Context: an optimization exercise on an open-source flow, tuned for small area. The choices shown serve that exercise and are no tape-out recipe.
Where RTL was checked, it was by simulation tests only, not by an equivalence proof against the original.
Power figures rest on the tool's default switching activity, not on a simulated workload.

== AL ==
==> flow/design.v <==
module tg_rx (
    input             clk,
    input             rst,
    input             cfg_ok,
    input      [15:0] own_unit,
    input      [15:0] src_rel,
    input      [15:0] src_zs,
    input      [15:0] src_den,
    input      [4:0]  seq_win,
    input             ms_tick,
    input             in_valid,
    input      [7:0]  in_data,
    input             in_last,
    input             in_net,
    output reg        out_valid,
    output reg [3:0]  out_code,
    output reg [1:0]  out_stream,
    output reg        out_net,
    output reg        out_open,
    output reg        out_match,
    output reg        out_mismatch,
    output reg        out_single,
    output     [31:0] out_seq,
    output     [23:0] out_pl,
    output     [2:0]  synced,
    output     [2:0]  pair_open,
    output reg [2:0]  tmo_single
);
    localparam [3:0] C_OK     = 4'h0,
                     C_CRC    = 4'h1,
                     C_FORMAT = 4'h2,
                     C_ADDR   = 4'h3,
                     C_STREAM = 4'h4,
                     C_BEHIND = 4'h5,
                     C_AHEAD  = 4'h6,
                     C_LATE   = 4'h7;
    localparam [9:0] T_PAIR = 10'h204,    
                     T_SYNC = 10'h2B2;    
    reg [5:0]  cnt;           
    reg [31:0] crc;           
    reg        crc_ok;        
    reg        s_own, s_rel, s_zs, s_den;    
    reg        d_own, d_ff;   
    reg        fmt_ok;        
    reg        h1, h2, h3;    
    reg [31:0] fseq;          
    reg [95:0] body;          
    reg        ev_pend;       
    reg        ev_len_ok;
    reg        ev_net;
    function [31:0] crc32c_byte;
        input [31:0] c;
        input [7:0]  d;
        integer k;
        reg [31:0] r;
        begin
            r = c ^ {24'd0, d};
            for (k = 0; k < 8; k = k + 1)
                r = r[0] ? ((r >> 1) ^ 32'h82F63B78) : (r >> 1);
            crc32c_byte = r;
        end
    endfunction
    wire hi = ~cnt[0];
    reg [7:0] crc_b;
    always @* begin
        case (cnt[1:0])
            2'd0: crc_b = crc[31:24];
            2'd1: crc_b = crc[23:16];
            2'd2: crc_b = crc[15:8];
            default: crc_b = crc[7:0];
        endcase
    end
    always @(posedge clk) begin
        if (in_valid && cnt < 6'd28)
            crc <= crc32c_byte(crc | {32{cnt == 6'd0}}, in_data);
        if (in_valid && cnt[5:2] == 4'd7)
            crc_ok <= (crc_ok || cnt[1:0] == 2'd0) && (in_data == ~crc_b);
        if (in_valid && cnt[5:1] == 5'd0) begin
            s_own <= (s_own || hi) && (in_data == (hi ? own_unit[15:8] : own_unit[7:0]));
            s_rel <= (s_rel || hi) && (in_data == (hi ? src_rel[15:8]  : src_rel[7:0]));
            s_zs  <= (s_zs  || hi) && (in_data == (hi ? src_zs[15:8]   : src_zs[7:0]));
            s_den <= (s_den || hi) && (in_data == (hi ? src_den[15:8]  : src_den[7:0]));
        end
        if (in_valid && cnt[5:1] == 5'd1) begin
            d_own <= (d_own || hi) && (in_data == (hi ? own_unit[15:8] : own_unit[7:0]));
            d_ff  <= (d_ff  || hi) && (in_data == 8'hFF);
        end
        if (in_valid && cnt == 6'd4) begin
            h1 <= (in_data == 8'd1);
            h2 <= (in_data == 8'd2);
            h3 <= (in_data == 8'd3);
        end
        if (in_valid && cnt == 6'd5)
            fmt_ok <= (in_data == 8'h01);
        if (in_valid && cnt[5:1] == 5'd3)
            fmt_ok <= fmt_ok && (in_data == 8'h00);
        if (in_valid && cnt[5:2] == 4'd2)
            fseq <= {fseq[23:0], in_data};
        if (in_valid && cnt >= 6'd12 && cnt < 6'd24)
            body <= {body[87:0], in_data};
    end
    always @(posedge clk) begin
        if (rst) begin
            cnt     <= 6'd0;
            ev_pend <= 1'b0;
        end else begin
            ev_pend <= in_valid && in_last;
            if (in_valid) begin
                if (in_last)
                    cnt <= 6'd0;
                else if (cnt != 6'd32)
                    cnt <= cnt + 6'd1;
            end
        end
        ev_len_ok <= (cnt == 6'd31);
        ev_net    <= in_net;
    end
    assign out_seq = fseq;
    assign out_pl  = body[63:40];
    reg         syn   [0:2];
    reg         have  [0:2];    
    reg         popen [0:2];
    reg         pnet  [0:2];
    reg [9:0]   tmr   [0:2];    
    reg [31:0]  sseq  [0:2];    
    reg [128:0] img   [0:2];    
    assign synced    = {syn[2], syn[1], syn[0]};
    assign pair_open = {popen[2], popen[1], popen[0]};
    wire [128:0] cur = {d_ff, body, crc};
    wire [1:0] typ = {h2 | h3, h1 | h3};
    wire         c_syn   = (h1 & syn[0])   | (h2 & syn[1])   | (h3 & syn[2]);
    wire         c_popen = (h1 & popen[0]) | (h2 & popen[1]) | (h3 & popen[2]);
    wire         c_have  = (h1 & have[0])  | (h2 & have[1])  | (h3 & have[2]);
    wire         c_pnet  = (h1 & pnet[0])  | (h2 & pnet[1])  | (h3 & pnet[2]);
    wire [31:0]  c_sseq  = ({32{h1}} & sseq[0]) | ({32{h2}} & sseq[1]) | ({32{h3}} & sseq[2]);
    wire [128:0] c_img   = ({129{h1}} & img[0]) | ({129{h2}} & img[1]) | ({129{h3}} & img[2]);
    wire len_ok = ev_len_ok;
    wire addr_ok = (d_own | d_ff) & ~s_own;
    wire str_ok = cfg_ok & ((h1 & s_rel & (src_rel != 16'd0)) |
                            (h2 & s_zs  & (src_zs  != 16'd0)) |
                            (h3 & s_den & (src_den != 16'd0)));
    wire [31:0] d    = fseq - c_sseq;
    wire        zero = (d == 32'd0);
    wire        in_w = (d[31:5] == 27'd0) && (d[4:0] <= seq_win);
    wire        other_net = (c_pnet != ev_net);
    reg [3:0] v_code;
    reg [1:0] v_stream;
    reg       v_open, v_complete;
    always @* begin
        v_code     = C_OK;
        v_stream   = typ;
        v_open     = 1'b0;
        v_complete = 1'b0;
        if (!len_ok) begin
            v_code   = C_FORMAT;
            v_stream = 2'd0;
        end else if (!crc_ok) begin
            v_code   = C_CRC;
            v_stream = 2'd0;
        end else if (!fmt_ok) begin
            v_code = C_FORMAT;
        end else if (!addr_ok) begin
            v_code = C_ADDR;
        end else if (!str_ok) begin
            v_code = C_STREAM;
        end else if (c_syn) begin
            if (zero) begin
                if (c_popen && other_net)
                    v_complete = 1'b1;
                else
                    v_code = C_LATE;
            end else if (in_w) begin
                v_open = 1'b1;
            end else if (!d[31]) begin
                v_code = C_AHEAD;
            end else begin
                v_code = C_BEHIND;
            end
        end else begin
            if (c_popen && zero) begin
                if (other_net)
                    v_complete = 1'b1;
                else
                    v_code = C_LATE;
            end else if (!c_popen && c_have && zero) begin
                v_code = C_LATE;
            end else begin
                v_open = 1'b1;
            end
        end
    end
    wire v_match = (c_img == cur);
    wire ev_open     = ev_pend && v_open;
    wire ev_complete = ev_pend && v_complete;
    wire [2:0] hs = {h3, h2, h1};
    integer i;
    always @(posedge clk) begin
        if (rst) begin
            out_valid    <= 1'b0;
            out_open     <= 1'b0;
            out_match    <= 1'b0;
            out_mismatch <= 1'b0;
            out_single   <= 1'b0;
            tmo_single   <= 3'b000;
            for (i = 0; i < 3; i = i + 1) begin
                syn[i]   <= 1'b0;
                have[i]  <= 1'b0;
                popen[i] <= 1'b0;
            end
        end else begin
            out_valid    <= ev_pend;
            out_open     <= ev_open;
            out_match    <= ev_complete && v_match;
            out_mismatch <= ev_complete && !v_match;
            out_single   <= ev_open && c_popen;
            tmo_single   <= 3'b000;
            for (i = 0; i < 3; i = i + 1) begin
                if (hs[i] && ev_open) begin
                    popen[i] <= 1'b1;
                    have[i]  <= 1'b1;
                end else if (hs[i] && ev_complete) begin
                    popen[i] <= 1'b0;
                    if (v_match)
                        syn[i] <= 1'b1;
                end else if (ms_tick) begin
                    if (popen[i] && tmr[i] == T_PAIR) begin
                        popen[i]      <= 1'b0;
                        tmo_single[i] <= 1'b1;
                    end
                    if (syn[i] && tmr[i] == T_SYNC)
                        syn[i] <= 1'b0;
                end
            end
        end
    end
    always @(posedge clk) begin
        for (i = 0; i < 3; i = i + 1) begin
            if (hs[i] && (ev_open || ev_complete)) begin
                tmr[i] <= 10'd0;
                if (v_open) begin
                    pnet[i] <= ev_net;
                    sseq[i] <= fseq;
                    img[i]  <= cur;
                end
            end else if (ms_tick && (popen[i] || syn[i])) begin
                tmr[i] <= {tmr[i][8:0], ~(tmr[i][9] ^ tmr[i][6])};
            end
        end
    end
    always @(posedge clk) begin
        out_code   <= v_code;
        out_stream <= v_stream;
        out_net    <= ev_net;
    end
endmodule
export LEC_CHECK = 0
export CAP_MARGIN = 20
export CORE_MARGIN = 2
export CORE_UTILIZATION = 40
export CTS_CLUSTER_DIAMETER = 80
export CTS_CLUSTER_SIZE = 32
export PLACE_DENSITY = 0.6
export SLEW_MARGIN = 20
create_clock -name core_clock -period 10.0 [get_ports {clk}]
run.sh (not shown) runs the stock make flow with config.mk's settings and CLKGATE_MAP_FILE= SYNTH_SCRIPT=/design/flow/synth_recipe.tcl, a recipe that flattens the netlist after the stock synthesis.
Changes in MS relative to AL:
--- a/flow/design.v
+++ b/flow/design.v
@@ -40,11 +40,11 @@
     reg [31:0] crc;           
     reg        crc_ok;        
     reg        s_own, s_rel, s_zs, s_den;    
     reg        d_own, d_ff;   
     reg        fmt_ok;        
-    reg        h1, h2, h3;    
+    reg [1:0]  typ;           
     reg [31:0] fseq;          
     reg [95:0] body;          
     reg        ev_pend;       
     reg        ev_len_ok;
     reg        ev_net;
@@ -83,15 +83,12 @@
         end
         if (in_valid && cnt[5:1] == 5'd1) begin
             d_own <= (d_own || hi) && (in_data == (hi ? own_unit[15:8] : own_unit[7:0]));
             d_ff  <= (d_ff  || hi) && (in_data == 8'hFF);
         end
-        if (in_valid && cnt == 6'd4) begin
-            h1 <= (in_data == 8'd1);
-            h2 <= (in_data == 8'd2);
-            h3 <= (in_data == 8'd3);
-        end
+        if (in_valid && cnt == 6'd4)
+            typ <= (in_data[7:2] == 6'd0) ? in_data[1:0] : 2'd0;
         if (in_valid && cnt == 6'd5)
             fmt_ok <= (in_data == 8'h01);
         if (in_valid && cnt[5:1] == 5'd3)
             fmt_ok <= fmt_ok && (in_data == 8'h00);
         if (in_valid && cnt[5:2] == 4'd2)
@@ -125,11 +122,13 @@
     reg [31:0]  sseq  [0:2];    
     reg [128:0] img   [0:2];    
     assign synced    = {syn[2], syn[1], syn[0]};
     assign pair_open = {popen[2], popen[1], popen[0]};
     wire [128:0] cur = {d_ff, body, crc};
-    wire [1:0] typ = {h2 | h3, h1 | h3};
+    wire h1 = (typ == 2'd1);
+    wire h2 = (typ == 2'd2);
+    wire h3 = (typ == 2'd3);
     wire         c_syn   = (h1 & syn[0])   | (h2 & syn[1])   | (h3 & syn[2]);
     wire         c_popen = (h1 & popen[0]) | (h2 & popen[1]) | (h3 & popen[2]);
     wire         c_have  = (h1 & have[0])  | (h2 & have[1])  | (h3 & have[2]);
     wire         c_pnet  = (h1 & pnet[0])  | (h2 & pnet[1])  | (h3 & pnet[2]);
     wire [31:0]  c_sseq  = ({32{h1}} & sseq[0]) | ({32{h2}} & sseq[1]) | ({32{h3}} & sseq[2]);
Across MS and AL, none had a timing, DRC or antenna violation. MS vs. AL: peak clock frequency supported by timing now sits lower; pin count of the biggest net entering global routing now sits higher; first-pass GRT wire length now sits lower. Changes observed in MS relative to AL: number of synthesized register bits was more or less identical; share of the cycle needed by the critical path after routing rose by 5.0 points; count of buffer and inverter cells on the critical path fell 2; wire length on met3 went down by 1200 um; relative area change from synthesis to final layout went down 0.98 points. Changes observed in MS relative to AL: total via count in the routed design increased by 285 relative to the old numbers; part of the total power dissipated in combinational logic increased 1.3 points. Compared MS vs AL, and leakage power is up in MS. Number of buffers on the longest clock path came out exactly the same in MS and AL. Status: number of instances resized during post-cts repair parity (AL, MS).
The RTL of AL was laid out without a check of its function.

==> afterwards: timing with drivers on the ports <==
The results above use ideal ports. As a check the final layouts listed here were re-extracted and re-timed, cells and wires unchanged. Step 1 (the two cells are an assumption about what drives the block):
set clk [get_ports {clk}]
set_driving_cell -lib_cell sky130_fd_sc_hd__clkbuf_16 $clk
set_driving_cell -lib_cell sky130_fd_sc_hd__buf_2 [delete_from_list [all_inputs] $clk]
Step 2 adds t to the input delays and takes it off the output delays; t is the mean of the earliest and latest rising clock arrival at the registers after step 1. Input paths then give back, and output paths get back, about the clock's delay inside the block. a / b / c = ideal / step 1 / step 2; a / b = the first two.
run | t, ns | slack for setup (ns) | slew at the worst register clock pin (ns) | worst slew at a driven data input, ns
AL | 0.664 | 2.809 / 2.809 / 2.809 | 0.12 / 0.12 | 0.07
MS | 0.655 | 2.307 / 2.307 / 2.307 | 0.12 / 0.12 | 0.08
After both steps every run listed still meets setup and hold.
